Context: an optimization exercise on an open-source flow, tuned for small area, a short achievable clock period and few clock cycles per item. The choices shown serve that exercise and are no tape-out recipe.
Only simulation tests tie the RTL to the original design; equivalence was not proved.

== run 1 ==
==> flow/design.v <==
module flk_digest (
    input  wire          clk,
    input  wire          rst,
    input  wire          start,
    input  wire [63:0]   sec,
    input  wire [15:0]   tick_k,
    input  wire [15:0]   gen,
    input  wire [63:0]   ltc,
    input  wire [95:0]   dout,
    input  wire [63:0]   trip,
    input  wire [63:0]   bf_trip,
    input  wire [63:0]   wsum,
    input  wire [63:0]   wcnt,
    output wire          busy,
    output reg           done,
    output wire [127:0]  digest
);
    wire [511:0] rec = {wcnt, wsum, bf_trip, trip, dout, ltc, gen, tick_k, sec};
    reg [511:0] rec_words;
    integer i;
    always @(*) begin
        for (i = 0; i < 64; i = i + 1)
            rec_words[511 - 8*i -: 8] = rec[8*i +: 8];
    end
    function [63:0] csa;   
        input [31:0] x, y, z;
        begin
            csa[31:0]  = x ^ y ^ z;
            csa[63:32] = {((x[30:0] & y[30:0]) | (x[30:0] & z[30:0]) | (y[30:0] & z[30:0])), 1'b0};
        end
    endfunction
    reg          running;
    reg  [7:0]   n;
    reg  [31:0]  a, b, c, d, e, f, g;
    reg  [31:0]  p;             
    reg  [511:0] w;             
    reg  [31:0]  kp;            
    reg s_setup, s_w1, s_w4, s_w0, s_ff, s_f63, s_inj, s_rot, s_tail, s_gq, s_fin;
    assign busy = running;
    wire [31:0] w0  = w[511:480];
    wire [31:0] w1  = w[479:448];
    wire [31:0] w4  = w[383:352];
    wire [31:0] w9  = w[223:192];
    wire [31:0] w14 = w[63:32];
    wire [31:0] w15 = w[31:0];
    reg [31:0] kp_lo;
    always @(*) begin
        case (n[6:0])
            7'd0: kp_lo = 32'h71374491;
            7'd1: kp_lo = 32'hb5c0fbcf;
            7'd2: kp_lo = 32'he9b5dba5;
            7'd3: kp_lo = 32'h3956c25b;
            7'd4: kp_lo = 32'h59f111f1;
            7'd5: kp_lo = 32'h923f82a4;
            7'd6: kp_lo = 32'hab1c5ed5;
            7'd7: kp_lo = 32'hd807aa98;
            7'd8: kp_lo = 32'h12835b01;
            7'd9: kp_lo = 32'h243185be;
            7'd10: kp_lo = 32'h550c7dc3;
            7'd11: kp_lo = 32'h72be5d74;
            7'd12: kp_lo = 32'h80deb1fe;
            7'd13: kp_lo = 32'h9bdc06a7;
            7'd14: kp_lo = 32'hc19bf174;
            7'd15: kp_lo = 32'he49b69c1;
            7'd16: kp_lo = 32'hefbe4786;
            7'd17: kp_lo = 32'h0fc19dc6;
            7'd18: kp_lo = 32'h240ca1cc;
            7'd19: kp_lo = 32'h2de92c6f;
            7'd20: kp_lo = 32'h4a7484aa;
            7'd21: kp_lo = 32'h5cb0a9dc;
            7'd22: kp_lo = 32'h76f988da;
            7'd23: kp_lo = 32'h983e5152;
            7'd24: kp_lo = 32'ha831c66d;
            7'd25: kp_lo = 32'hb00327c8;
            7'd26: kp_lo = 32'hbf597fc7;
            7'd27: kp_lo = 32'hc6e00bf3;
            7'd28: kp_lo = 32'hd5a79147;
            7'd29: kp_lo = 32'h06ca6351;
            7'd30: kp_lo = 32'h14292967;
            7'd31: kp_lo = 32'h27b70a85;
            7'd32: kp_lo = 32'h2e1b2138;
            7'd33: kp_lo = 32'h4d2c6dfc;
            7'd34: kp_lo = 32'h53380d13;
            7'd35: kp_lo = 32'h650a7354;
            7'd36: kp_lo = 32'h766a0abb;
            7'd37: kp_lo = 32'h81c2c92e;
            7'd38: kp_lo = 32'h92722c85;
            7'd39: kp_lo = 32'ha2bfe8a1;
            7'd40: kp_lo = 32'ha81a664b;
            7'd41: kp_lo = 32'hc24b8b70;
            7'd42: kp_lo = 32'hc76c51a3;
            7'd43: kp_lo = 32'hd192e819;
            7'd44: kp_lo = 32'hd6990624;
            7'd45: kp_lo = 32'hf40e3585;
            7'd46: kp_lo = 32'h106aa070;
            7'd47: kp_lo = 32'h19a4c116;
            7'd48: kp_lo = 32'h1e376c08;
            7'd49: kp_lo = 32'h2748774c;
            7'd50: kp_lo = 32'h34b0bcb5;
            7'd51: kp_lo = 32'h391c0cb3;
            7'd52: kp_lo = 32'h4ed8aa4a;
            7'd53: kp_lo = 32'h5b9cca4f;
            7'd54: kp_lo = 32'h682e6ff3;
            7'd55: kp_lo = 32'h748f82ee;
            7'd56: kp_lo = 32'h78a5636f;
            7'd57: kp_lo = 32'h84c87814;
            7'd58: kp_lo = 32'h8cc70208;
            7'd59: kp_lo = 32'h90befffa;
            7'd60: kp_lo = 32'ha4506ceb;
            7'd61: kp_lo = 32'hbef9a3f7;
            7'd62: kp_lo = 32'h307b5f59;
            7'd63: kp_lo = 32'h1e6afcb1;
            7'd64: kp_lo = 32'h71374491;
            7'd65: kp_lo = 32'hb5c0fbcf;
            7'd66: kp_lo = 32'he9b5dba5;
            7'd67: kp_lo = 32'h3956c25b;
            7'd68: kp_lo = 32'h59f111f1;
            7'd69: kp_lo = 32'h923f82a4;
            7'd70: kp_lo = 32'hab1c5ed5;
            7'd71: kp_lo = 32'hd807aa98;
            7'd72: kp_lo = 32'h12835b01;
            7'd73: kp_lo = 32'h243185be;
            7'd74: kp_lo = 32'h550c7dc3;
            7'd75: kp_lo = 32'h72be5d74;
            7'd76: kp_lo = 32'h80deb1fe;
            7'd77: kp_lo = 32'h9bdc06a7;
            7'd78: kp_lo = 32'hc19bf374;
            7'd79: kp_lo = 32'h649b69c1;
            7'd80: kp_lo = 32'hf0fe4786;
            7'd81: kp_lo = 32'h0fe1edc6;
            7'd82: kp_lo = 32'h240cf254;
            7'd83: kp_lo = 32'h4fe9346f;
            7'd84: kp_lo = 32'h6cc984be;
            7'd85: kp_lo = 32'h61b9411e;
            7'd86: kp_lo = 32'h16f988fa;
            7'd87: kp_lo = 32'hf2c65152;
            7'd88: kp_lo = 32'ha88e5a6d;
            7'd89: kp_lo = 32'hb019fc65;
            7'd90: kp_lo = 32'hb9d99ec7;
            7'd91: kp_lo = 32'h9a1231c3;
            7'd92: kp_lo = 32'he70eeaa0;
            7'd93: kp_lo = 32'hfdb1232b;
            7'd94: kp_lo = 32'hc7353eb0;
            7'd95: kp_lo = 32'h3069bad5;
            7'd96: kp_lo = 32'hcb976d5f;
            7'd97: kp_lo = 32'h5a0f118f;
            7'd98: kp_lo = 32'hdc1eeefd;
            7'd99: kp_lo = 32'h0a35b689;
            7'd100: kp_lo = 32'hde0b7a04;
            7'd101: kp_lo = 32'h58f4ca9d;
            7'd102: kp_lo = 32'he15d5b16;
            7'd103: kp_lo = 32'h007f3e86;
            7'd104: kp_lo = 32'h37088980;
            7'd105: kp_lo = 32'ha507ea32;
            7'd106: kp_lo = 32'h6fab9537;
            7'd107: kp_lo = 32'h17406110;
            7'd108: kp_lo = 32'h0d8cd6f1;
            7'd109: kp_lo = 32'hcdaa3b6d;
            7'd110: kp_lo = 32'hc0bbbe37;
            7'd111: kp_lo = 32'h83613bda;
            7'd112: kp_lo = 32'hdb48a363;
            7'd113: kp_lo = 32'h0b02e931;
            7'd114: kp_lo = 32'h6fd15ca7;
            7'd115: kp_lo = 32'h521afaca;
            7'd116: kp_lo = 32'h31338431;
            7'd117: kp_lo = 32'h6ed41a95;
            7'd118: kp_lo = 32'h6d437890;
            7'd119: kp_lo = 32'hc39c91f2;
            7'd120: kp_lo = 32'h9eccabbd;
            7'd121: kp_lo = 32'hb5c9a0e6;
            7'd122: kp_lo = 32'h532fb63c;
            7'd123: kp_lo = 32'hd2c741c6;
            7'd124: kp_lo = 32'h07237ea3;
            7'd125: kp_lo = 32'ha4954b68;
            7'd126: kp_lo = 32'h4c191d76;
            7'd127: kp_lo = 32'ha54ff53a;
        endcase
    end
    wire [31:0] kp_next = n[7] ? 32'h0 : kp_lo;    
    wire [31:0] wop = ({32{s_w1}} & w1) | ({32{s_w4}} & w4) | ({32{s_w0}} & w0);
    wire [31:0] S1  = {e[5:0], e[31:6]} ^ {e[10:0], e[31:11]} ^ {e[24:0], e[31:25]};
    wire [31:0] ch  = (e & f) ^ (~e & g);
    wire [31:0] S0  = {a[1:0], a[31:2]} ^ {a[12:0], a[31:13]} ^ {a[21:0], a[31:22]};
    wire [31:0] maj = (a & b) | (a & c) | (b & c);
    wire [63:0] cx  = csa(p, S1, ch);                   
    wire [63:0] ca2 = csa(cx[31:0], cx[63:32], S0);
    wire [63:0] ca3 = csa(ca2[31:0], ca2[63:32], maj);
    wire [31:0] a_n = ca3[31:0] + ca3[63:32];
    wire [63:0] ce2 = csa(cx[31:0], cx[63:32], d);
    wire [31:0] e_n = ce2[31:0] + ce2[63:32];
    wire [63:0] cp1 = csa(s_gq ? c : g, wop, kp);
    wire [31:0] p_n = cp1[31:0] + cp1[63:32];
    wire [31:0] d_n = c + (({32{s_f63}} & 32'he7046c18) | ({32{s_ff}} & 32'ha54ff53a));
    wire [31:0] s0w = {w1[6:0], w1[31:7]} ^ {w1[17:0], w1[31:18]} ^ (w1 >> 3);
    wire [31:0] s1w = {w14[16:0], w14[31:17]} ^ {w14[18:0], w14[31:19]} ^ (w14 >> 10);
    wire [63:0] cw1 = csa(s1w, s0w, w9);
    wire [63:0] cw2 = csa(cw1[31:0], cw1[63:32], w0);
    wire [31:0] wnew = cw2[31:0] + cw2[63:32];
    wire [31:0] w15_n = s_inj ? c : s_rot ? w0 : s_tail ? p : wnew;
    wire go = start && !running;
    wire [7:0] n1 = go ? 8'd0 : n + 8'd1;    
    always @(posedge clk) begin
        if (rst) begin
            running <= 1'b0;
            done    <= 1'b0;
        end else begin
            done <= running && s_fin;
            if (go)
                running <= 1'b1;
            else if (s_fin)
                running <= 1'b0;
        end
    end
    always @(posedge clk) begin
        if (go || running) begin
            n       <= n1;
            s_setup <= (n1 == 8'd0);
            s_w1    <= (n1 <= 8'd63);
            s_f63   <= (n1 == 8'd63);
            s_ff    <= (n1 == 8'd64);
            s_inj   <= (n1 >= 8'd64) && (n1 <= 8'd67);
            s_rot   <= (n1 == 8'd0) || ((n1 >= 8'd68) && (n1 <= 8'd128));
            s_w4    <= (n1 == 8'd127);
            s_w0    <= (n1 >= 8'd128);
            s_gq    <= (n1 >= 8'd128);
            s_tail  <= (n1 >= 8'd129);
            s_fin   <= (n1 == 8'd130);
        end
    end
    always @(posedge clk) begin
        kp <= go ? 32'h9e6afcb1 : kp_next;
        p  <= p_n;
        d  <= d_n;
        if (go) begin
            a <= 32'hbb67ae85;
            b <= 32'h3c6ef372;
            c <= 32'ha54ff53a;
            e <= 32'h9b05688c;
            f <= 32'h1f83d9ab;
            g <= 32'h0;
            w <= {rec_words[31:0], rec_words[511:32]};
        end else begin
            a <= s_setup ? 32'h6a09e667 : a_n;
            e <= s_setup ? 32'h510e527f : e_n;
            if (s_ff) begin
                b <= a + 32'hbb67ae85;
                c <= b + 32'h3c6ef372;
                f <= e + 32'h9b05688c;
                g <= f + 32'h1f83d9ab;
            end else begin
                b <= a;
                c <= b;
                f <= e;
                g <= f;
            end
            w <= {w[479:0], w15_n};
        end
    end
    assign digest = {c, p, w15, w[63:32]};
endmodule
export LEC_CHECK = 0
export CAP_MARGIN = 20
export CORE_MARGIN = 2
export CORE_UTILIZATION = 50
export CTS_BUF_LIST = sky130_fd_sc_hd__clkbuf_8
export CTS_CLUSTER_DIAMETER = 60
export CTS_CLUSTER_SIZE = 16
export SLEW_MARGIN = 20
create_clock -name core_clock -period 10.0 [get_ports {clk}]
standard.sh (not shown) runs the stock make flow with config.mk's settings and CLKGATE_MAP_FILE= SYNTH_SCRIPT=/design/flow/synth_recipe.tcl, a recipe that flattens the netlist after the stock synthesis.
==> flow/flow/run.sh <==
#!/bin/bash
# The standard layout, with the smallest buffer (buf_1) as the port buffer
# that global placement puts on every input and output, and the timing
# repair aiming 6 ns below the clock period.
set -euo pipefail
export BUFFER_PORTS_ARGS="-buffer_cell sky130_fd_sc_hd__buf_1"
export SETUP_SLACK_MARGIN=6
bash standard.sh > standard_flow.log 2>&1
Testbench counts of run 1, summed over its fixed seeds: cycles 158,400, items 1,200.
The inputs of run 2 differ from those of run 1 as listed below.
-- flow/design.v --
<<< run 1, line 28
            csa[31:0]  = x ^ y ^ z;
            csa[63:32] = {((x[30:0] & y[30:0]) | (x[30:0] & z[30:0]) | (y[30:0] & z[30:0])), 1'b0};
        end
    endfunction
>>> run 2, line 28
            csa[31:0]  = x ^ y ^ z;
            csa[63:32] = {((x[30:0] & y[30:0]) | (x[30:0] & z[30:0]) | (y[30:0] & z[30:0])), 1'b0};
        end
    endfunction
    function [31:0] add_sk;   
        input [31:0] x, y;
        reg [31:0] gg, pp, ng, np;
        integer l, j, k;
        begin
            gg = x & y;
            pp = x ^ y;
            for (l = 0; l < 5; l = l + 1) begin
                ng = gg;
                np = pp;
                for (j = 0; j < 32; j = j + 1)
                    if ((j >> l) & 1) begin
                        k = ((j >> l) << l) - 1;
                        ng[j] = gg[j] | (pp[j] & gg[k]);
                        np[j] = pp[j] & pp[k];
                    end
                gg = ng;
                pp = np;
            end
            add_sk = (x ^ y) ^ {gg[30:0], 1'b0};
        end
    endfunction
<<< run 1, line 186
    wire [63:0] ca2 = csa(cx[31:0], cx[63:32], S0);
    wire [63:0] ca3 = csa(ca2[31:0], ca2[63:32], maj);
    wire [31:0] a_n = ca3[31:0] + ca3[63:32];
    wire [63:0] ce2 = csa(cx[31:0], cx[63:32], d);
    wire [31:0] e_n = ce2[31:0] + ce2[63:32];
    wire [63:0] cp1 = csa(s_gq ? c : g, wop, kp);
    wire [31:0] p_n = cp1[31:0] + cp1[63:32];
    wire [31:0] d_n = c + (({32{s_f63}} & 32'he7046c18) | ({32{s_ff}} & 32'ha54ff53a));
    wire [31:0] s0w = {w1[6:0], w1[31:7]} ^ {w1[17:0], w1[31:18]} ^ (w1 >> 3);
>>> run 2, line 208
    wire [63:0] ca2 = csa(cx[31:0], cx[63:32], S0);
    wire [63:0] ca3 = csa(ca2[31:0], ca2[63:32], maj);
    wire [31:0] a_n = add_sk(ca3[31:0], ca3[63:32]);
    wire [63:0] ce2 = csa(cx[31:0], cx[63:32], d);
    wire [31:0] e_n = add_sk(ce2[31:0], ce2[63:32]);
    wire [63:0] cp1 = csa(s_gq ? c : g, wop, kp);
    wire [31:0] p_n = add_sk(cp1[31:0], cp1[63:32]);
    wire [31:0] d_n = c + (({32{s_f63}} & 32'he7046c18) | ({32{s_ff}} & 32'ha54ff53a));
    wire [31:0] s0w = {w1[6:0], w1[31:7]} ^ {w1[17:0], w1[31:18]} ^ (w1 >> 3);
<<< run 1, line 196
    wire [63:0] cw1 = csa(s1w, s0w, w9);
    wire [63:0] cw2 = csa(cw1[31:0], cw1[63:32], w0);
    wire [31:0] wnew = cw2[31:0] + cw2[63:32];
    wire [31:0] w15_n = s_inj ? c : s_rot ? w0 : s_tail ? p : wnew;
    wire go = start && !running;
>>> run 2, line 218
    wire [63:0] cw1 = csa(s1w, s0w, w9);
    wire [63:0] cw2 = csa(cw1[31:0], cw1[63:32], w0);
    wire [31:0] wnew = add_sk(cw2[31:0], cw2[63:32]);
    wire [31:0] w15_n = s_inj ? c : s_rot ? w0 : s_tail ? p : wnew;
    wire go = start && !running;
Findings:
Comparing run 1 and run 2, the higher number of fill cells in the layout is on run 1. Run comparison: run 2 cell with the biggest individual delay on the critical path sky130_fd_sc_hd__fa_1; run 1 cell with the biggest individual delay on the critical path sky130_fd_sc_hd__fa_2. Compared with run 1, post-CTS setup-driven buffer insertion count in run 2 decreased by more than 10%. Run 1 has higher final hold slack than run 2. Routed via count on run 2 is down relative to run 1. Looking at timing startpoint of the critical path, the e[25] result is from run 1; the e[15] one comes from run 2. Final non-filler cell area shrinks by a few percent when moving from run 1 to run 2. Diff run 1 -> run 2: synthesized area per cell went up 0.96%, global-route wire length before repair went down about 7%, post-route met1 wirelength went down 6100 um, number of cells in the design after placement went down 205. After detailed routing, run 1 needs more wire than run 2.
Testbench counts of run 2, summed over its fixed seeds: cycles 158,400, items 1,200.

[afterwards: timing with drivers on the ports]
The flow's constraints put no driver on any port. The routed layouts listed below were extracted and timed again, unchanged, in two steps. Step 1 assumes that a clkbuf_16 drives the clock port and a buf_2 every other input. Step 2 adds t to the input delays and takes it off the output delays; t is the mean of the earliest and latest rising clock arrival at the registers after step 1. Input paths then give back, and output paths get back, about the clock's delay inside the block. Three values: ideal, step 1, step 2; two values: the first two.
| run | shift t [ns] | slack for setup (ns) | worst setup path at the end |
|---|---|---|---|
| run 1 | 0.855 | 5.436 / 5.436 / 5.170 | input to register |
| run 2 | 0.864 | 5.264 / 5.264 / 5.134 | input to register |
After both steps setup and hold are still met in every run listed. For run 1, which loses most, drivers alone change the setup slack by 0.000 ns; drivers and shift together by -0.266 ns.
